Context: an optimization exercise on an open-source flow, tuned for small area and a short achievable clock period. The choices shown serve that exercise and are no tape-out recipe.
Only simulation tests tie the RTL to the original design; equivalence was not proved.

==> flow/design.v (excerpt) <==
module sb64_xunit (
    input  wire        clk,
    input  wire        rst,         
    input  wire        in_valid,
    input  wire [4:0]  in_op,
    input  wire [31:0] in_a,
    input  wire [31:0] in_b,
    input  wire [31:0] in_c,
    input  wire [31:0] in_d,
    input  wire [23:0] in_opnd,
    input  wire        wr_en,
    input  wire [1:0]  wr_sel,      
    input  wire [31:0] wr_data,
    output wire        res1_valid,
    output wire [31:0] res1_data,
    output wire        res2_valid,
    output wire [31:0] res2_data,
    output wire [31:0] mlo,
    output wire [31:0] mhi,
    output wire        mulv_ovf,
    output wire        div_busy,
    output wire        div_valid,
    output wire [31:0] div_res,
    output wire        div_dz,
    output wire        div_ovf
);
For scale: ~9000 cells after synthesis, about 540 flip-flops.
export LEC_CHECK = 0
export CAP_MARGIN = 20
export CORE_MARGIN = 2
export CORE_UTILIZATION = 55
export PLACE_DENSITY = 0.62
export SLEW_MARGIN = 20
create_clock -name core_clock -period 40.0 [get_ports {clk}]
standard.sh (not shown) runs the stock make flow with config.mk's settings and CLKGATE_MAP_FILE= SYNTH_SCRIPT=/design/flow/synth_recipe.tcl, a recipe that flattens the netlist after the stock synthesis.
==> flow/flow/run.sh <==
#!/bin/bash
set -euo pipefail
here="$(cd "$(dirname "$0")/.." && pwd)"
cd "$here"
bash standard.sh synth > log_synth.txt 2>&1
export SETUP_SLACK_MARGIN=29.5
export BUFFER_PORTS_ARGS="-buffer_cell sky130_fd_sc_hd__buf_2"
bash standard.sh > log_layout.txt 2>&1
Next try:
--- a/flow/design.v
+++ b/flow/design.v
@@ -95,39 +95,25 @@
     endfunction
     wire [7:0] u = inv8(rp);
     wire o_crcb = (op == 5'd0), o_crch = (op == 5'd1), o_crcw = (op == 5'd2);
     wire o_par  = (op == 5'd3), o_brev = (op == 5'd4), o_ckd  = (op == 5'd5);
     wire o_extu = (op == 5'd6), o_exts = (op == 5'd7), o_ins  = (op == 5'd8);
     wire o_clz  = (op == 5'd9), o_bperm = (op == 5'd10);
     wire o_crc  = o_crcb | o_crch | o_crcw;
-    reg  [31:0] brev;
     integer k;
-    always @(*) begin
-        case (opnd[1:0])
-            2'd0: for (k = 0; k < 32; k = k + 1) brev[k] = a[(k & ~7) + 7 - (k & 7)];
-            2'd1: for (k = 0; k < 32; k = k + 1) brev[k] = a[(k & ~15) + 15 - (k & 15)];
-            2'd2: for (k = 0; k < 32; k = k + 1) brev[k] = a[31 - k];
-            default: brev = a;    
-        endcase
-    end
     reg [31:0] bref;
     always @(*) begin
         for (k = 0; k < 32; k = k + 1)
             bref[k] = msbf ? b[(k & ~7) + 7 - (k & 7)] : b[k];
     end
     wire [31:0] dmask = op[1] ? 32'hFFFFFFFF : (op[0] ? 32'h0000FFFF : 32'h000000FF);
     wire [31:0] cin   = msbf ? reflw(a, w16) : (a & (w16 ? 32'h0000FFFF : 32'hFFFFFFFF));
     wire [31:0] z     = cin ^ (bref & dmask);
     wire [7:0]  t0    = tbits(u, z[7:0]);
-    wire [31:0] m0    = fold(tbits(u, 8'd1) & 8'h0F, rp);
-    wire [31:0] m1    = fold(tbits(u, 8'd2) & 8'h0F, rp);
-    wire [31:0] m2    = fold(tbits(u, 8'd4) & 8'h0F, rp);
-    wire [31:0] m3    = fold(tbits(u, 8'd8) & 8'h0F, rp);
-    wire [31:0] zlo   = (z >> 8) ^ ({32{z[0]}} & m0) ^ ({32{z[1]}} & m1)
-                                 ^ ({32{z[2]}} & m2) ^ ({32{z[3]}} & m3);
+    wire [31:0] zlo   = (z >> 8) ^ fold({4'd0, t0[3:0]}, rp);
     function [3:0] ckd_tab(input dbl, input [3:0] acc, input [3:0] dg);
         begin
             case ({dbl, acc, dg})
                 9'b0_0000_0001: ckd_tab = 4'd1;
                 9'b0_0000_0010: ckd_tab = 4'd2;
                 9'b0_0000_0011: ckd_tab = 4'd3;
                 9'b0_0000_0100: ckd_tab = 4'd4;
@@ -378,23 +364,31 @@
         nzs = 3'd0;
         for (j = 0; j < 8; j = j + 1) begin
             lzs = lzs | ({2{first[j]}} & lzn[j]);
             nzs = nzs | ({3{first[j]}} & (3'd7 - j[2:0]));
         end
         clz = (|nz) ? {1'b0, nzs, lzs} : 6'd32;
     end
-    reg [31:0] bperm;
+    reg [31:0] bperm, brev;
     reg [3:0]  s;
+    reg [1:0]  bs;
     reg [7:0]  byt;
     integer n;
     always @(*) begin
         for (n = 0; n < 4; n = n + 1) begin
             s   = opnd[4*n +: 4];
-            byt = a[8*s[1:0] +: 8];
+            case (opnd[1:0])
+                2'd1:    bs = n[1:0] ^ 2'd1;
+                2'd2:    bs = 2'd3 - n[1:0];
+                default: bs = n[1:0];
+            endcase
+            byt = a[8*(op[3] ? s[1:0] : bs) +: 8];
             bperm[8*n +: 8] = s[3] ? 8'h00 : (s[2] ? {8{byt[7]}} : byt);
+            for (k = 0; k < 8; k = k + 1)
+                brev[8*n + k] = (opnd[1:0] == 2'd3) ? byt[k] : byt[7 - k];
         end
     end
     wire [31:0] y1 = ({32{o_crc}}   & zlo)
                    | ({32{o_par}}   & {31'd0, ^a})
                    | ({32{o_brev}}  & brev)
                    | ({32{o_ckd}}   & ckd)
                    | ({32{o_extu | o_exts}} & efld)
=> The new run completed without violations; synthesized area came out lower by a few percent; cell area came out lower slightly; clock-buffer cell count came out higher by 6; final cell count came out lower slightly.

==> what the ideal ports hide <==
In the flow no input, the clock included, has a driving cell. The finished layouts below were timed again as built, in two steps.
Step 1: set_driving_cell puts a clkbuf_16 on clk and a buf_2 on each other input, an assumption about the parent block.
Step 2 also shifts input and output timing later by t, the mid clock arrival at the registers, as if the neighbouring blocks saw the same clock.
a / b / c = no drivers / after step 1 / after step 2; a / b = the first two.
run | shift t [ns] | setup slack, ns | hold slack, ns | slew at the worst register clock pin (ns) | worst data-port slew with drivers (ns)
the first run | 0.743 | 29.152 / 29.070 / 28.675 | 0.318 / 0.318 / 0.318 | 0.07 / 0.07 | 0.16
the second run | 0.742 | 29.236 / 29.234 / 28.516 | 0.300 / 0.300 / 0.300 | 0.08 / 0.08 | 0.16
After both steps setup and hold are still met in every run listed. For the second run, which loses most, drivers alone change the setup slack by -0.002 ns; drivers and shift together by -0.720 ns.
